Source: an optimization exercise on an open RTL-to-GDS flow (aim: small area). Production flows keep margins and buffers that such runs may drop.
Where RTL was checked, it was by simulation tests only, not by an equivalence proof against the original.
Power and IR drop assume default switching activity.

==> run E <==
Design sinc4_decim, start of the top module:
module sinc4_decim (
    input  wire         clk,
    input  wire         rst,
    input  wire   [1:0] osr_sel,
    input  wire   [7:0] inv,
    input  wire [255:0] offset,      
    input  wire  [30:0] ovr_lim,
    input  wire         bit_valid,
    input  wire   [7:0] bits,
    output reg          out_valid,
    output reg    [2:0] out_ch,
    output reg   [31:0] out_data,
    output reg          out_ovr
);
Settings: LEC_CHECK=0, CAP_MARGIN=20, CORE_MARGIN=2, CORE_UTILIZATION=55, PLACE_DENSITY=0.7, SLEW_MARGIN=20; clock period 20.0 ns.
standard.sh (not shown) runs the stock make flow with config.mk's settings and CLKGATE_MAP_FILE= SYNTH_SCRIPT=/design/flow/synth_recipe.tcl, a recipe that flattens the netlist after the stock synthesis.
==> flow/flow/run.sh <==
#!/bin/bash
# The standard layout (standard.sh), with two changes: the port buffers are
# the smallest buffer cell, and clock tree synthesis uses small clock
# buffers, larger sink clusters and no dummy loads.
set -euo pipefail
export BUFFER_PORTS_ARGS="-buffer_cell sky130_fd_sc_hd__buf_1"
export CTS_ARGS="-sink_clustering_enable -repair_clock_nets -dont_use_dummy_load -buf_list {sky130_fd_sc_hd__clkbuf_4 sky130_fd_sc_hd__clkbuf_8} -sink_clustering_size 20"
bash standard.sh > standard.log 2>&1
==> run B: changes against run E <==
--- a/flow/design.v
+++ b/flow/design.v
@@ -8,29 +8,30 @@
     input  wire        nofirst,         
     input  wire        consume,         
     input  wire        clr,
     input  wire [17:0] ca,
     input  wire [17:0] cb,
     input  wire [18:0] cab,
-    output wire [24:0] tap
+    output wire [23:0] tap,
+    output wire        tap_next         
 );
     reg        f, a, b;
-    reg [24:0] r0, r1, r2, r3;
+    reg [23:0] r0, r1, r2, r3;
     wire        s_ab = consume & a & b;
     wire        s_a  = consume & a & ~b;
     wire        s_b  = consume & ~a & b;
     wire [18:0] addend = ({19{s_ab}} & cab) |
                          ({19{s_a}}  & {1'b0, ca}) |
                          ({19{s_b}}  & {1'b0, cb});
-    wire [24:0] base   = r0 & {25{~clr}};
-    wire [24:0] sum;
-    wire [25:0] cy;
+    wire [23:0] base   = r0 & {24{~clr}};
+    wire [23:0] sum;
+    wire [24:0] cy;
     assign cy[0] = 1'b0;
     genvar i;
     generate
-        for (i = 0; i < 25; i = i + 1) begin : g_add
+        for (i = 0; i < 24; i = i + 1) begin : g_add
             wire ad = (i < 19) ? addend[i] : 1'b0;
             assign sum[i]  = base[i] ^ ad ^ cy[i];
             assign cy[i+1] = (base[i] & ad) | (cy[i] & (base[i] ^ ad));
         end
     endgenerate
     always @(posedge clk) begin
@@ -42,13 +43,14 @@
         end
         r0 <= r1;
         r1 <= r2;
         r2 <= r3;
         r3 <= sum;
     end
-    assign tap = (TAP == 0) ? r0 : (TAP == 1) ? r1 : (TAP == 2) ? r2 : r3;
+    assign tap      = (TAP == 0) ? r0 : (TAP == 1) ? r1 : (TAP == 2) ? r2 : r3;
+    assign tap_next = (TAP == 0) ? r1[23] : (TAP == 1) ? r2[23] : (TAP == 2) ? r3[23] : r0[23];
 endmodule
 module sinc4_add #(
     parameter integer W = 8
 ) (
     input  wire [W-1:0] a,
     input  wire [W-1:0] b,
@@ -74,13 +76,13 @@
     input  wire   [7:0] inv,
     input  wire [255:0] offset,      
     input  wire  [30:0] ovr_lim,
     input  wire         bit_valid,
     input  wire   [7:0] bits,
     output reg          out_valid,
-    output reg    [2:0] out_ch,
+    output wire   [2:0] out_ch,
     output reg   [31:0] out_data,
     output reg          out_ovr
 );
     wire r64 = (osr_sel == 2'd0) | (osr_sel == 2'd3);
     wire r32 = (osr_sel == 2'd1);
     reg        phase;        
@@ -173,39 +175,42 @@
             2'd2: begin k2 = -{rr, 1'b0}; x2 = o3; n2 = 1'b0; d3 = 4'sd3;  end
             default: begin k2 = rr;       x2 = o1; n2 = 1'b1; d3 = -4'sd1; end
         endcase
     end
     wire [7:0] gd2;
     sinc4_add #(.W(8)) u_gd2 (.a(k2), .b(x2 ^ {8{n2}}), .ci(n2), .s(gd2), .co());
-    wire [12:0] t12;
+    wire [13:0] u1;
+    wire  [8:0] u2;
     wire [17:0] nc;
     wire [12:0] nd1;
-    wire  [7:0] d2d3;
-    sinc4_add #(.W(13)) u_t12 (.a(gd1), .b({{5{gd2[7]}}, gd2}), .ci(1'b0), .s(t12), .co());
-    sinc4_add #(.W(18)) u_nc  (.a(cb), .b({{5{t12[12]}}, t12}), .ci(1'b0), .s(nc), .co());
-    sinc4_add #(.W(8))  u_d23 (.a(gd2), .b({{4{d3[3]}}, d3}), .ci(1'b0), .s(d2d3), .co());
-    sinc4_add #(.W(13)) u_nd1 (.a(t12), .b({{5{d2d3[7]}}, d2d3}), .ci(1'b0), .s(nd1), .co());
+    sinc4_add #(.W(14)) u_u1 (.a({gd1, 1'b0}), .b({{6{gd2[7]}}, gd2}), .ci(1'b0), .s(u1), .co());
+    sinc4_add #(.W(9))  u_u2 (.a({gd2, 1'b0}), .b({{5{d3[3]}}, d3}), .ci(1'b0), .s(u2), .co());
+    wire [13:0] u1g = u1 & {14{consume}};
+    wire  [8:0] u2g = u2 & {9{consume}};
+    sinc4_add #(.W(18)) u_nc  (.a(gc), .b({{4{u1g[13]}}, u1g}), .ci(1'b0), .s(nc), .co());
+    sinc4_add #(.W(13)) u_nd1 (.a(gd1), .b({{4{u2g[8]}}, u2g}), .ci(1'b0), .s(nd1), .co());
     always @(posedge clk) begin
         g0 <= g1;
         g1 <= g2;
         g2 <= g3;
-        g3 <= consume ? {nd1, nc} : g_cur;
+        g3 <= {nd1, nc};
     end
     wire [17:0] ca  = gc;
     wire [17:0] cb;
     wire [18:0] cab;
     sinc4_add #(.W(18)) u_cb  (.a(gc), .b({{5{gd1[12]}}, gd1}), .ci(1'b0), .s(cb), .co());
     sinc4_add #(.W(18)) u_cab (.a(gc), .b(cb), .ci(1'b0), .s(cab[17:0]), .co(cab[18]));
-    wire [24:0] tap [0:7];
+    wire [23:0] tap [0:7];
+    wire  [7:0] tap_next;
     genvar g;
     generate
         for (g = 0; g < 8; g = g + 1) begin : g_ch
             sinc4_chan #(.TAP(3 - (g % 4))) u_ch (
                 .clk(clk), .bit_in(bits[g]), .cap_first(cap_first),
                 .cap_pair(cap_pair), .nofirst(nofirst), .consume(consume),
-                .clr(clr), .ca(ca), .cb(cb), .cab(cab), .tap(tap[g]));
+                .clr(clr), .ca(ca), .cb(cb), .cab(cab), .tap(tap[g]), .tap_next(tap_next[g]));
         end
     endgenerate
     reg       rd_valid;
     reg [2:0] rd_ch;
     reg [1:0] m;      
     always @(posedge clk) begin
@@ -223,39 +228,42 @@
                 if (m != 2'd3)
                     m <= m + 2'd1;
             end
         end
     end
     wire [7:0] sel = 8'd1 << rd_ch;
-    reg [24:0] v;
+    assign out_ch = rd_ch - 3'd1;     
+    reg [23:0] v;
     reg [31:0] off_k;
     integer k;
     always @(*) begin
-        v = 25'd0;
+        v = 24'd0;
         off_k = 32'd0;
         for (k = 0; k < 8; k = k + 1) begin
-            v     = v | ({25{sel[k]}} & tap[k]);
+            v     = v | ({24{sel[k]}} & tap[k]);
             off_k = off_k | ({32{sel[k]}} & offset[32*k +: 32]);
         end
     end
-    wire inv_k = |(sel & inv);
-    wire [24:0] vs = r64 ? v : r32 ? {v[20:0], 4'd0} : {v[16:0], 8'd0};
+    wire inv_k  = |(sel & inv);
+    wire next_k = |(sel & tap_next);
+    wire        m3  = (m == 2'd3);
+    wire        pos = r64 ? (m3 & (v == 24'd0) & next_k) : r32 ? v[20] : v[16];
+    wire [23:0] vs  = r64 ? v : r32 ? {v[19:0], 4'd0} : {v[15:0], 8'd0};
     reg  [23:0] cs;
     always @(*) begin
         case (m)
             2'd0:    cs = r64 ? 24'd360360  : r32 ? 24'd371008  : 24'd391680;
             2'd1:    cs = r64 ? 24'd4238000 : r32 ? 24'd4281728 : 24'd4369408;
             2'd2:    cs = r64 ? 24'd8050088 : r32 ? 24'd8061248 : 24'd8083968;
             default: cs = 24'd8388608;
         endcase
     end
-    wire        pos = vs[24];
-    wire        neg = (vs == 25'd0) & (m == 2'd3);
+    wire        neg = m3 & (vs == 24'd0) & ~pos;
     wire [23:0] pp_, nn_;
-    sinc4_add #(.W(24)) u_pp (.a(vs[23:0]), .b(~cs), .ci(~pos), .s(pp_), .co());
-    sinc4_add #(.W(24)) u_nn (.a(cs), .b(~vs[23:0]), .ci(~neg), .s(nn_), .co());
+    sinc4_add #(.W(24)) u_pp (.a(vs), .b(~cs), .ci(~pos), .s(pp_), .co());
+    sinc4_add #(.W(24)) u_nn (.a(cs), .b(~vs), .ci(~neg), .s(nn_), .co());
     wire [31:0] x1 = inv_k ? {nn_, {7{neg}}, pos | neg} : {pp_, {8{pos}}};
     wire [22:0] mag = pp_[23] ? nn_[22:0] : pp_[22:0];
     wire        ge;
     sinc4_add #(.W(23)) u_cmp (.a(mag), .b(~ovr_lim[30:8]), .ci(ovr_lim[7:0] == 8'd0),
                                .s(), .co(ge));
     wire        above = pos | neg | ge;
@@ -278,13 +286,12 @@
             else
                 cnt_next = ovr_cnt + 2'd1;
         end
     end
     always @(posedge clk) begin
         out_valid <= rd_valid & ~rst;
-        out_ch    <= rd_ch;
         out_data  <= x;
         out_ovr   <= ovr_next;
     end
     integer i;
     always @(posedge clk) begin
         if (rst) begin
==> flow/flow/run.sh (replaced) <==
#!/bin/bash
# The standard layout (standard.sh), with two changes: the port buffers are
# the smallest buffer cell, and clock tree synthesis uses small clock
# buffers, larger sink clusters and no dummy loads.
set -euo pipefail
export BUFFER_PORTS_ARGS="-buffer_cell sky130_fd_sc_hd__buf_1"
export CTS_ARGS="-sink_clustering_enable -repair_clock_nets -dont_use_dummy_load -buf_list {sky130_fd_sc_hd__clkbuf_8} -sink_clustering_size 18 -sink_clustering_max_diameter 100"
bash standard.sh > standard.log 2>&1
Settings changed: CAP_MARGIN 20 to 10, CORE_UTILIZATION 55 to 65, PLACE_DENSITY 0.7 to 0.8, SLEW_MARGIN 20 to 10.
==> run X: changes against run E <==
--- a/flow/design.v
+++ b/flow/design.v
@@ -8,29 +8,30 @@
     input  wire        nofirst,         
     input  wire        consume,         
     input  wire        clr,
     input  wire [17:0] ca,
     input  wire [17:0] cb,
     input  wire [18:0] cab,
-    output wire [24:0] tap
+    output wire [23:0] tap,
+    output wire        tap_next         
 );
     reg        f, a, b;
-    reg [24:0] r0, r1, r2, r3;
+    reg [23:0] r0, r1, r2, r3;
     wire        s_ab = consume & a & b;
     wire        s_a  = consume & a & ~b;
     wire        s_b  = consume & ~a & b;
     wire [18:0] addend = ({19{s_ab}} & cab) |
                          ({19{s_a}}  & {1'b0, ca}) |
                          ({19{s_b}}  & {1'b0, cb});
-    wire [24:0] base   = r0 & {25{~clr}};
-    wire [24:0] sum;
-    wire [25:0] cy;
+    wire [23:0] base   = r0 & {24{~clr}};
+    wire [23:0] sum;
+    wire [24:0] cy;
     assign cy[0] = 1'b0;
     genvar i;
     generate
-        for (i = 0; i < 25; i = i + 1) begin : g_add
+        for (i = 0; i < 24; i = i + 1) begin : g_add
             wire ad = (i < 19) ? addend[i] : 1'b0;
             assign sum[i]  = base[i] ^ ad ^ cy[i];
             assign cy[i+1] = (base[i] & ad) | (cy[i] & (base[i] ^ ad));
         end
     endgenerate
     always @(posedge clk) begin
@@ -42,13 +43,14 @@
         end
         r0 <= r1;
         r1 <= r2;
         r2 <= r3;
         r3 <= sum;
     end
-    assign tap = (TAP == 0) ? r0 : (TAP == 1) ? r1 : (TAP == 2) ? r2 : r3;
+    assign tap      = (TAP == 0) ? r0 : (TAP == 1) ? r1 : (TAP == 2) ? r2 : r3;
+    assign tap_next = (TAP == 0) ? r1[23] : (TAP == 1) ? r2[23] : (TAP == 2) ? r3[23] : r0[23];
 endmodule
 module sinc4_add #(
     parameter integer W = 8
 ) (
     input  wire [W-1:0] a,
     input  wire [W-1:0] b,
@@ -74,13 +76,13 @@
     input  wire   [7:0] inv,
     input  wire [255:0] offset,      
     input  wire  [30:0] ovr_lim,
     input  wire         bit_valid,
     input  wire   [7:0] bits,
     output reg          out_valid,
-    output reg    [2:0] out_ch,
+    output wire   [2:0] out_ch,
     output reg   [31:0] out_data,
     output reg          out_ovr
 );
     wire r64 = (osr_sel == 2'd0) | (osr_sel == 2'd3);
     wire r32 = (osr_sel == 2'd1);
     reg        phase;        
@@ -173,39 +175,42 @@
             2'd2: begin k2 = -{rr, 1'b0}; x2 = o3; n2 = 1'b0; d3 = 4'sd3;  end
             default: begin k2 = rr;       x2 = o1; n2 = 1'b1; d3 = -4'sd1; end
         endcase
     end
     wire [7:0] gd2;
     sinc4_add #(.W(8)) u_gd2 (.a(k2), .b(x2 ^ {8{n2}}), .ci(n2), .s(gd2), .co());
-    wire [12:0] t12;
+    wire [13:0] u1;
+    wire  [8:0] u2;
     wire [17:0] nc;
     wire [12:0] nd1;
-    wire  [7:0] d2d3;
-    sinc4_add #(.W(13)) u_t12 (.a(gd1), .b({{5{gd2[7]}}, gd2}), .ci(1'b0), .s(t12), .co());
-    sinc4_add #(.W(18)) u_nc  (.a(cb), .b({{5{t12[12]}}, t12}), .ci(1'b0), .s(nc), .co());
-    sinc4_add #(.W(8))  u_d23 (.a(gd2), .b({{4{d3[3]}}, d3}), .ci(1'b0), .s(d2d3), .co());
-    sinc4_add #(.W(13)) u_nd1 (.a(t12), .b({{5{d2d3[7]}}, d2d3}), .ci(1'b0), .s(nd1), .co());
+    sinc4_add #(.W(14)) u_u1 (.a({gd1, 1'b0}), .b({{6{gd2[7]}}, gd2}), .ci(1'b0), .s(u1), .co());
+    sinc4_add #(.W(9))  u_u2 (.a({gd2, 1'b0}), .b({{5{d3[3]}}, d3}), .ci(1'b0), .s(u2), .co());
+    wire [13:0] u1g = u1 & {14{consume}};
+    wire  [8:0] u2g = u2 & {9{consume}};
+    sinc4_add #(.W(18)) u_nc  (.a(gc), .b({{4{u1g[13]}}, u1g}), .ci(1'b0), .s(nc), .co());
+    sinc4_add #(.W(13)) u_nd1 (.a(gd1), .b({{4{u2g[8]}}, u2g}), .ci(1'b0), .s(nd1), .co());
     always @(posedge clk) begin
         g0 <= g1;
         g1 <= g2;
         g2 <= g3;
-        g3 <= consume ? {nd1, nc} : g_cur;
+        g3 <= {nd1, nc};
     end
     wire [17:0] ca  = gc;
     wire [17:0] cb;
     wire [18:0] cab;
     sinc4_add #(.W(18)) u_cb  (.a(gc), .b({{5{gd1[12]}}, gd1}), .ci(1'b0), .s(cb), .co());
     sinc4_add #(.W(18)) u_cab (.a(gc), .b(cb), .ci(1'b0), .s(cab[17:0]), .co(cab[18]));
-    wire [24:0] tap [0:7];
+    wire [23:0] tap [0:7];
+    wire  [7:0] tap_next;
     genvar g;
     generate
         for (g = 0; g < 8; g = g + 1) begin : g_ch
             sinc4_chan #(.TAP(3 - (g % 4))) u_ch (
                 .clk(clk), .bit_in(bits[g]), .cap_first(cap_first),
                 .cap_pair(cap_pair), .nofirst(nofirst), .consume(consume),
-                .clr(clr), .ca(ca), .cb(cb), .cab(cab), .tap(tap[g]));
+                .clr(clr), .ca(ca), .cb(cb), .cab(cab), .tap(tap[g]), .tap_next(tap_next[g]));
         end
     endgenerate
     reg       rd_valid;
     reg [2:0] rd_ch;
     reg [1:0] m;      
     always @(posedge clk) begin
@@ -223,53 +228,57 @@
                 if (m != 2'd3)
                     m <= m + 2'd1;
             end
         end
     end
     wire [7:0] sel = 8'd1 << rd_ch;
-    reg [24:0] v;
+    assign out_ch = rd_ch - 3'd1;     
+    reg [23:0] v;
     reg [31:0] off_k;
     integer k;
     always @(*) begin
-        v = 25'd0;
+        v = 24'd0;
         off_k = 32'd0;
         for (k = 0; k < 8; k = k + 1) begin
-            v     = v | ({25{sel[k]}} & tap[k]);
+            v     = v | ({24{sel[k]}} & tap[k]);
             off_k = off_k | ({32{sel[k]}} & offset[32*k +: 32]);
         end
     end
-    wire inv_k = |(sel & inv);
-    wire [24:0] vs = r64 ? v : r32 ? {v[20:0], 4'd0} : {v[16:0], 8'd0};
+    wire inv_k  = |(sel & inv);
+    wire next_k = |(sel & tap_next);
+    wire        m3  = (m == 2'd3);
+    wire        pos = r64 ? (m3 & (v == 24'd0) & next_k) : r32 ? v[20] : v[16];
+    wire [23:0] vs  = r64 ? v : r32 ? {v[19:0], 4'd0} : {v[15:0], 8'd0};
     reg  [23:0] cs;
     always @(*) begin
         case (m)
             2'd0:    cs = r64 ? 24'd360360  : r32 ? 24'd371008  : 24'd391680;
             2'd1:    cs = r64 ? 24'd4238000 : r32 ? 24'd4281728 : 24'd4369408;
             2'd2:    cs = r64 ? 24'd8050088 : r32 ? 24'd8061248 : 24'd8083968;
             default: cs = 24'd8388608;
         endcase
     end
-    wire        pos = vs[24];
-    wire        neg = (vs == 25'd0) & (m == 2'd3);
+    wire        neg = m3 & (vs == 24'd0) & ~pos;
     wire [23:0] pp_, nn_;
-    sinc4_add #(.W(24)) u_pp (.a(vs[23:0]), .b(~cs), .ci(~pos), .s(pp_), .co());
-    sinc4_add #(.W(24)) u_nn (.a(cs), .b(~vs[23:0]), .ci(~neg), .s(nn_), .co());
+    sinc4_add #(.W(24)) u_pp (.a(vs), .b(~cs), .ci(~pos), .s(pp_), .co());
+    sinc4_add #(.W(24)) u_nn (.a(~pp_), .b(24'd0), .ci(~(pos | neg)), .s(nn_), .co());
     wire [31:0] x1 = inv_k ? {nn_, {7{neg}}, pos | neg} : {pp_, {8{pos}}};
     wire [22:0] mag = pp_[23] ? nn_[22:0] : pp_[22:0];
     wire        ge;
     sinc4_add #(.W(23)) u_cmp (.a(mag), .b(~ovr_lim[30:8]), .ci(ovr_lim[7:0] == 8'd0),
                                .s(), .co(ge));
     wire        above = pos | neg | ge;
     wire [32:0] diff;
     sinc4_add #(.W(33)) u_diff (.a({x1[31], x1}), .b({~off_k[31], ~off_k}), .ci(1'b1),
                                 .s(diff), .co());
     wire [31:0] x = (diff[32] == diff[31]) ? diff[31:0] :
                     diff[32] ? 32'h8000_0000 : 32'h7FFF_FFFF;
     reg [2:0] os [0:7];             
-    wire      ovr     = os[0][0];
-    wire [1:0] ovr_cnt = os[0][2:1];
+    wire      first   = (m == 2'd0);
+    wire      ovr     = os[0][0] & ~first;
+    wire [1:0] ovr_cnt = os[0][2:1] & {2{~first}};
     reg       ovr_next;
     reg [1:0] cnt_next;
     always @(*) begin
         ovr_next = ovr;
         cnt_next = 2'd0;
         if (above != ovr) begin
@@ -278,22 +287,18 @@
             else
                 cnt_next = ovr_cnt + 2'd1;
         end
     end
     always @(posedge clk) begin
         out_valid <= rd_valid & ~rst;
-        out_ch    <= rd_ch;
         out_data  <= x;
         out_ovr   <= ovr_next;
     end
     integer i;
     always @(posedge clk) begin
-        if (rst) begin
-            for (i = 0; i < 8; i = i + 1)
-                os[i] <= 3'd0;
-        end else if (rd_valid) begin
+        if (rd_valid) begin
             for (i = 0; i < 7; i = i + 1)
                 os[i] <= os[i + 1];
             os[7] <= {cnt_next, ovr_next};
         end
     end
 endmodule
==> flow/flow/run.sh (replaced) <==
#!/bin/bash
# The standard layout (standard.sh), with two changes: the port buffers are
# the smallest buffer cell, and clock tree synthesis uses small clock
# buffers, larger sink clusters and no dummy loads.
set -euo pipefail
export BUFFER_PORTS_ARGS="-buffer_cell sky130_fd_sc_hd__buf_1"
export CTS_ARGS="-sink_clustering_enable -repair_clock_nets -dont_use_dummy_load -buf_list {sky130_fd_sc_hd__clkbuf_8} -sink_clustering_size 16 -sink_clustering_max_diameter 100"
bash standard.sh > standard.log 2>&1
Settings changed: ABC_AREA set to 1, CAP_MARGIN 20 to 10, CORE_UTILIZATION 55 to 65, PLACE_DENSITY 0.7 to 0.8, SLEW_MARGIN 20 to 10.
==> notes.md <==
                                                                        run E       run X       run B
Status                                               timing/DRC/antenna clean  timing/DRC/antenna clean  timing/DRC/antenna clean
Inst Count DP                                                            4958        4639        4639
Count of state elements after synthesis                                  1040        1005        1005
Static leakage power                                                  19.2 nW     17.2 nW     18.0 nW
Synth Area in Compound Gates                                            10.6%       8.93%       9.82%
Clk sink count                                                           1040        1005        1005
Met2 usage                                                              42.5%       55.0%       51.4%
Total power of the final layout                                     0.00637 W   0.00530 W   0.00534 W
Fraction of post-synthesis cell area in the top cell type by area       49.1%       50.0%       48.6%
Critical path arrival                                                19.97 ns    19.56 ns    19.75 ns
Final wirelength                                                    106000 µm   112000 µm   108000 µm
Number of levels in the clock H-tree                                        4           3           2
Multi-input gates                                                        2195        1925        2106
Horizontal die dimension                                               278 µm      246 µm      253 µm
Global-route track usage on met3                                        6.54%       10.4%       7.66%
Simple-gate share of the synthesized area                               9.53%       10.5%       9.62%
No functional check of the RTL was part of run E.

re-timing with driven ports:
The flow's constraints put no driver on any port. The routed layouts listed below were extracted and timed again, unchanged, in two steps.
Step 1 (the two cells are an assumption about what drives the block):
set clk [get_ports {clk}]
set_driving_cell -lib_cell sky130_fd_sc_hd__clkbuf_16 $clk
set_driving_cell -lib_cell sky130_fd_sc_hd__buf_2 [delete_from_list [all_inputs] $clk]
Step 2, shift: input delay + t, output delay - t, t = (earliest + latest rising clock arrival at the registers) / 2. This alone moves slack from input paths to output paths.
Three values: no drivers, after step 1, after step 2; two values: the first two.
run | t, ns | setup slack, ns | worst setup path at the end
run E | 0.831 | 0.652 / 0.691 / -0.140 | input to register
run B | 0.767 | 0.854 / 0.857 / 0.090 | input to register
run X | 0.736 | 0.953 / 0.972 / 0.236 | input to register
With both steps, setup timing fails in run E, where it was met with ideal ports. The setup slack of run E, which loses most, moves by +0.039 ns with the drivers and by -0.792 ns with both steps.
